Context: an optimization exercise on an open-source flow, tuned for small area, a short achievable clock period and few clock cycles per item. The choices shown serve that exercise and are no tape-out recipe. Only simulation tests tie the RTL to the original design; equivalence was not proved. Power and IR drop assume default switching activity.

[config.mk]
export PLATFORM = sky130hd
export DESIGN_NAME = benes_solver
export DESIGN_NICKNAME = benes_solver
export VERILOG_FILES = /design/flow/design.v
export SDC_FILE = /design/flow/constraint.sdc
export NUM_CORES = 4
export LEC_CHECK = 0
export CAP_MARGIN = 20
export CORE_MARGIN = 2
export CORE_UTILIZATION = 40
export SLEW_MARGIN = 20
[constraint.sdc]
create_clock -name core_clock -period 10.0 [get_ports {clk}]
set_input_delay 2.0000 -clock core_clock [delete_from_list [all_inputs] [get_ports {clk}]]
set_output_delay 2.0000 -clock core_clock [all_outputs]
set_load 0.01 [all_outputs]
[design.v]
module benes_solver #(
    parameter K = 6
) (
    input  wire                           clk,
    input  wire                           rst,
    input  wire                           start,
    input  wire [(1<<K)*K-1:0]            perm_in,
    output wire                           ready,
    output reg                            done,
    output wire [(2*K-1)*(1<<(K-1))-1:0]  states
);
    localparam N  = 1 << K;
    localparam H  = N / 2;
    localparam NC = 2 * K - 1;
    localparam S_IDLE = 3'd0;
    localparam S_INV  = 3'd1;    
    localparam S_SEED = 3'd2;    
    localparam S_WALK = 3'd3;    
    localparam S_SCAT = 3'd4;    
    localparam S_LAST = 3'd5;    
    reg [2:0]   state;
    reg [K-1:0] level;           
    reg [K-1:0] idx;             
    reg [K-1:0] wp;              
    reg [K-1:0] cur [0:N-1];     
    reg [K-1:0] nxt [0:N-1];     
    reg [K-1:0] inv [0:N-1];     
    reg [N-1:0] side;            
    reg [N-1:0] asg;             
    reg [NC*H-1:0] st;
    assign ready  = (state == S_IDLE);
    assign states = st;
    wire [K-1:0] mask = {K{1'b1}} >> level;           
    wire [K-1:0] hmsk = mask >> 1;                    
    wire [K-1:0] wbase = wp & ~mask;
    wire [K-1:0] wq    = cur[wp] ^ {{(K-1){1'b0}}, 1'b1};    
    wire [K-1:0] wp2   = wbase | inv[wbase | wq];            
    wire [K-1:0] wnext = wp2 ^ {{(K-1){1'b0}}, 1'b1};        
    wire [K-1:0] sbase = idx & ~mask;
    wire [K-1:0] sloc  = idx & mask;
    wire [K-1:0] spos  = sbase | (side[idx] ? ((mask >> 1) + 1'b1) : {K{1'b0}})
                               | ((sloc >> 1) & hmsk);
    wire [K-1:0] sout  = sbase | inv[idx];                    
    integer j;
    always @(posedge clk) begin
        if (rst) begin
            state <= S_IDLE;
            done  <= 1'b0;
            level <= {K{1'b0}};
            idx   <= {K{1'b0}};
            wp    <= {K{1'b0}};
        end else begin
            done <= 1'b0;
            case (state)
            S_IDLE: begin
                if (start) begin
                    for (j = 0; j < N; j = j + 1)
                        cur[j] <= perm_in[j*K +: K];
                    level <= {K{1'b0}};
                    idx   <= {K{1'b0}};
                    state <= S_INV;
                end
            end
            S_INV: begin
                inv[(idx & ~mask) | cur[idx]] <= idx & mask;
                idx <= idx + 1'b1;
                if (idx == N - 1) begin
                    asg   <= {N{1'b0}};
                    state <= S_SEED;
                end
            end
            S_SEED: begin
                if (!asg[idx]) begin
                    wp    <= idx;
                    state <= S_WALK;
                end else begin
                    idx <= idx + 1'b1;
                    if (idx == N - 1)
                        state <= S_SCAT;
                end
            end
            S_WALK: begin
                if (asg[wp]) begin
                    idx <= idx + 1'b1;
                    state <= (idx == N - 1) ? S_SCAT : S_SEED;
                end else begin
                    asg[wp]   <= 1'b1;
                    side[wp]  <= 1'b0;
                    asg[wp2]  <= 1'b1;
                    side[wp2] <= 1'b1;
                    wp <= wnext;
                end
            end
            S_SCAT: begin
                nxt[spos] <= cur[idx] >> 1;
                if (!idx[0]) begin
                    st[level*H + (idx >> 1)]              <= side[idx];
                    st[(NC-1-level)*H + (idx >> 1)]       <= side[sout];
                end
                idx <= idx + 1'b1;
                if (idx == N - 1) begin
                    state <= S_LAST;
                end
            end
            S_LAST: begin
                for (j = 0; j < N; j = j + 1)
                    cur[j] <= nxt[j];
                if (level == K - 2) begin
                    for (j = 0; j < H; j = j + 1)
                        st[(K-1)*H + j] <= nxt[2*j][0];
                    state <= S_IDLE;
                    done  <= 1'b1;
                end else begin
                    level <= level + 1'b1;
                    state <= S_INV;
                end
            end
            default: state <= S_IDLE;
            endcase
        end
    end
endmodule
[run.sh]
#!/bin/bash
# synth_recipe.tcl (not shown) runs the flow's synth.tcl, then flattens the netlist and writes it again
# the make line also repeats each setting of config.mk as NAME=value (left out here)
make -C /OpenROAD-flow-scripts/flow DESIGN_CONFIG=/design/flow/config.mk WORK_HOME=/design/flow/orfs CLKGATE_MAP_FILE= SYNTH_SCRIPT=/design/flow/synth_recipe.tcl finish
==> impl_metrics.toml <==
[clock_network]
cts_resized = 0
cts_made_buffers = 173
post_cts_buffers = 0
clock_latency_ns = 0.87
holdBufCountCts = 0
cts_max_path_buffers = 3
root_buffer = "clkbuf_16"
cts_tree = "done"
path_clk_slew_ns = 0.06
h-tree-depth = 4
clock_sink_count = 1596

[logic_synthesis]
synthCells = 7760
synth_top_area_cell = "edfxtp_1"
synth.cell_area_um2 = 84400
synth_seq_cells = 1596
seq_area_frac_synth_pct = 56.5
synthTopCellsByArea = "edfxtp_1 56%, nand2_1 6.7%, mux4_2 5.6%"
ys_types = 102
async_reset_ff_share_pct = 0
syn_avg_cell_area_um2 = 10.9
yosysWarnings = 2
synth_nets = 8198
yosys.area.top_type_share_pct = 55.8
synthFlopType = "edfxtp_1"
synth_edf_count = 1568

[detailed_routing]
routed_via_density = 6.78
routed_wl_um = 496000
drt-initial-drc-count = 13900
first_pass_iters = 7
drc = 0
num_vias = 76700
ant_nets = 0
routedWlPerCell_um = 43.8

[job]
drv_cap = 0

[power_and_ir_drop]
pwr-share-comb_pct = 8.4
p_int_mw = 11.6
pwr-share-clk_pct = 42.0
p_leak_nw = 33.9
p_total_mw = 15.6
p_seq_share_pct = 49.6
p_sw_share_pct = 25.5
ir_worst_vdd_v = 0.000183
p_switching_mw = 3.96
power.density_nw_per_um2 = 153

[worst_setup_path]
critPathSlowestCell = "xnor2_1"
cp_cell_sequence = "inv_1 > ha_1 > nor2b_1 > nand2_1 > inv_1 > o21ai_1 > nand2_1 > nand4_1 > nor4_1 > a41oi_1 > buf_4 > nor2_1 > a22oi_1 > a21oi_1 > o32a_2 > inv_1 > ha_1 > xnor2_1 > nand2_1 > or3b_1 > a21oi_1"
startpoint_type = "flip-flop"
arrival_ns = 9.43
cp_slowest_stage_delay_ns = 0.67
regToRegSetupSlack_ns = 1.27
end_kind = "flip-flop"
cp_max_fo = 14
path_class = "flip-flop to flip-flop"
required_ns = 10.70

[die]
num_rows = 168
die-area_um2 = 215000
design.core.area_um2 = 210000
io_pins = 741
die_x_um = 463
die_y_um = 463
start_util_pct = 40.3

[grt]
grt_pass1_vias = 70300
antenna_found_initial = 53
grtUsageTotal_pct = 44.9
grt_pass1_wl_um = 652000
grt_max_degree = 183
overflow = 0

[cells_and_area]
final_layout_size_suffix_gt1_share_pct = 11.8
layout_commonest_cell = "edfxtp_1"
final_cell_mix = "1,568 x edfxtp_1, 1,495 x nand2_1, 740 x clkdlybuf4s50_1, 488 x a21oi_1, 486 x o21ai_0"
finalNetCount = 8784
multi_input_area_um2 = 34400
seq_area_um2 = 47700
area_growth_pct = 20.2
final.fill_count = 19000

[timing]
maxSlewHeadroom_pct = 14.6
setup_violations = 0
hold_violations = 0
rsz0062_at_grt = "false"
slew_violations = 0
finClkSkew_ns = 0.0428
finalCriticalPeriod_ns = 8.73
max_clock_freq_mhz = 115
tightest_slew_ns = 1.28
fin_crit_sh_pct = 87.3
finalSetupTns_ns = 0

[worst_hold_path]
min_path_type = "flip-flop to flip-flop"

[placed_design]
port_buffers = 740
gp_congestion = 1.10
hpwl_um = 375000

[run_status]
outcome = "no timing/DRC/antenna violations"
-- critical path, delay by kind of cell (launching register included) --
family          cells  cell delay [ns]
xor+xnor            1             0.67
simple gates        8             3.72
compound gates      6             1.99
flops               1             0.32
buf+inv             4             1.18
fa+ha+maj           2             0.63
-- synth_stat cells, types with 22 or more instances --
cell,number
edfxtp_1,1568
nand2_1,1498
nor2_1,520
a21oi_1,492
clkbuf_1,490
o21ai_0,487
a31oi_1,296
nand3_1,254
mux4_2,210
o31ai_1,178
a22oi_1,134
nor3_1,117
mux2i_1,101
and3_1,93
and2_1,90
a22o_1,87
mux2_2,86
nand4_1,81
o22ai_1,77
buf_2,68
ha_1,51
buf_1,50
inv_1,50
a211oi_1,47
a221oi_1,46
a32oi_1,38
xnor2_1,36
nor4_1,35
a32o_1,33
nor2b_1,29
dfxtp_1,28
o211ai_1,23
nand2b_1,22
-- registers in the layout, summed over array words and instances, names as in the netlist, named ones only --
name and cells:
asg 64, wp 6, side 64, inv 384, state 3, idx 6
st 352, done 1, nxt 320, cur 384, level 6
-- logic make-up (layout without fill, tap and decap cells) --
| family | after synthesis | after routing | synth area share (%) |
|---|---|---|---|
| flops | 1596 | 1596 | 56.5 |
| buf+inv | 691 | 1412 | 3.35 |
| compound gates | 2103 | 2103 | 15.9 |
| mux | 399 | 399 | 7.98 |
| simple gates | 2880 | 2880 | 15.1 |
| fa+ha+maj | 51 | 51 | 0.756 |
| other cells | 0 | 24 | 0 |
| xor+xnor | 40 | 40 | 0.424 |
-- final timing paths --
path	startpoint	to	cells after the start
max	level[4]	asg[51]	21
min reg2reg	nxt[13][2]	cur[13][2]	2
max reg2reg	level[4]	asg[51]	21
min	nxt[13][2]	cur[13][2]	2
-- per-layer routing --
layer	vias to the layer above	track usage (%)	share of wire, %	wire (um)
met5	-	0	0.034	169
met4	26	31.3	8.6	42800
met3	1312	13.4	12	60100
met2	6250	65.3	42	210000
met1	38300	57.3	37	183000
li1	30800	-	-	-
-- area by class of cell --
cell class	instances	share of cell area, %
repair buffers	1046	9.76
clock buffers	214	4.50
multi-input cells	5473	33.9
well taps	2805	3.46
flip-flops and latches	1596	47.0
diodes	24	0.0592
clock inverters	96	1.04
inverters	56	0.215
-- metrics by stage --
| step | utilization [%] | cells | hold slack [ns] | setup slack (ns) | instance area, um2 |
|---|---|---|---|---|---|
| floorplan | - | 7760 | 0.484 | 1.06 | 84400 |
| global placement | 45.6 | 11000 | 0.491 | 1.80 | 95600 |
| detailed placement | 45.6 | 11000 | 0.490 | 1.65 | 95600 |
| CTS | 48.3 | 11300 | 0.502 | 1.61 | 101000 |
| global route | 48.4 | 11300 | 0.516 | 1.16 | 101000 |
| finish | 48.4 | 11300 | 0.505 | 1.27 | 101000 |
-- power groups by stage --
stage | Clock, mW | Combinational, mW | Sequential (mW)
6_report | 6.54 | 1.31 | 7.71
5_1_grt | 6.81 | 1.34 | 7.69
4_1_cts | 6.56 | 1.26 | 7.69
3_5_place_dp | 0 | 1.26 | 7.83
3_3_place_gp | 0 | 1.26 | 7.84
2_1_floorplan | 0 | 0.619 | 7.67
Testbench counts, summed over its fixed seeds: cycles 225,805, solves 192.

port drivers added, routing unchanged:
Ports are ideal in the flow. The routed layout listed here was re-timed in OpenROAD.
Step 1, drivers: a clkbuf_16 drives clk and a buf_2 each remaining input, both assumed.
Step 2 times the ports against the registers' clock, not the clock port: input delays grow and output delays shrink by t, the midpoint of the rising clock arrivals with the driver on.
Three values: ideal ports, drivers, drivers and shift; two values: the first two.
t, ns: 0.950
setup WS [ns]: 1.267 / 1.267 / 1.267
worst setup path after step 2: register to register
latest minus earliest clock arrival (ns): 0.043 / 0.044
worst data-port slew with drivers (ns): 0.13
After both steps setup and hold are still met in this run. For this run, drivers alone change the setup slack by 0.000 ns; drivers and shift together by 0.000 ns.
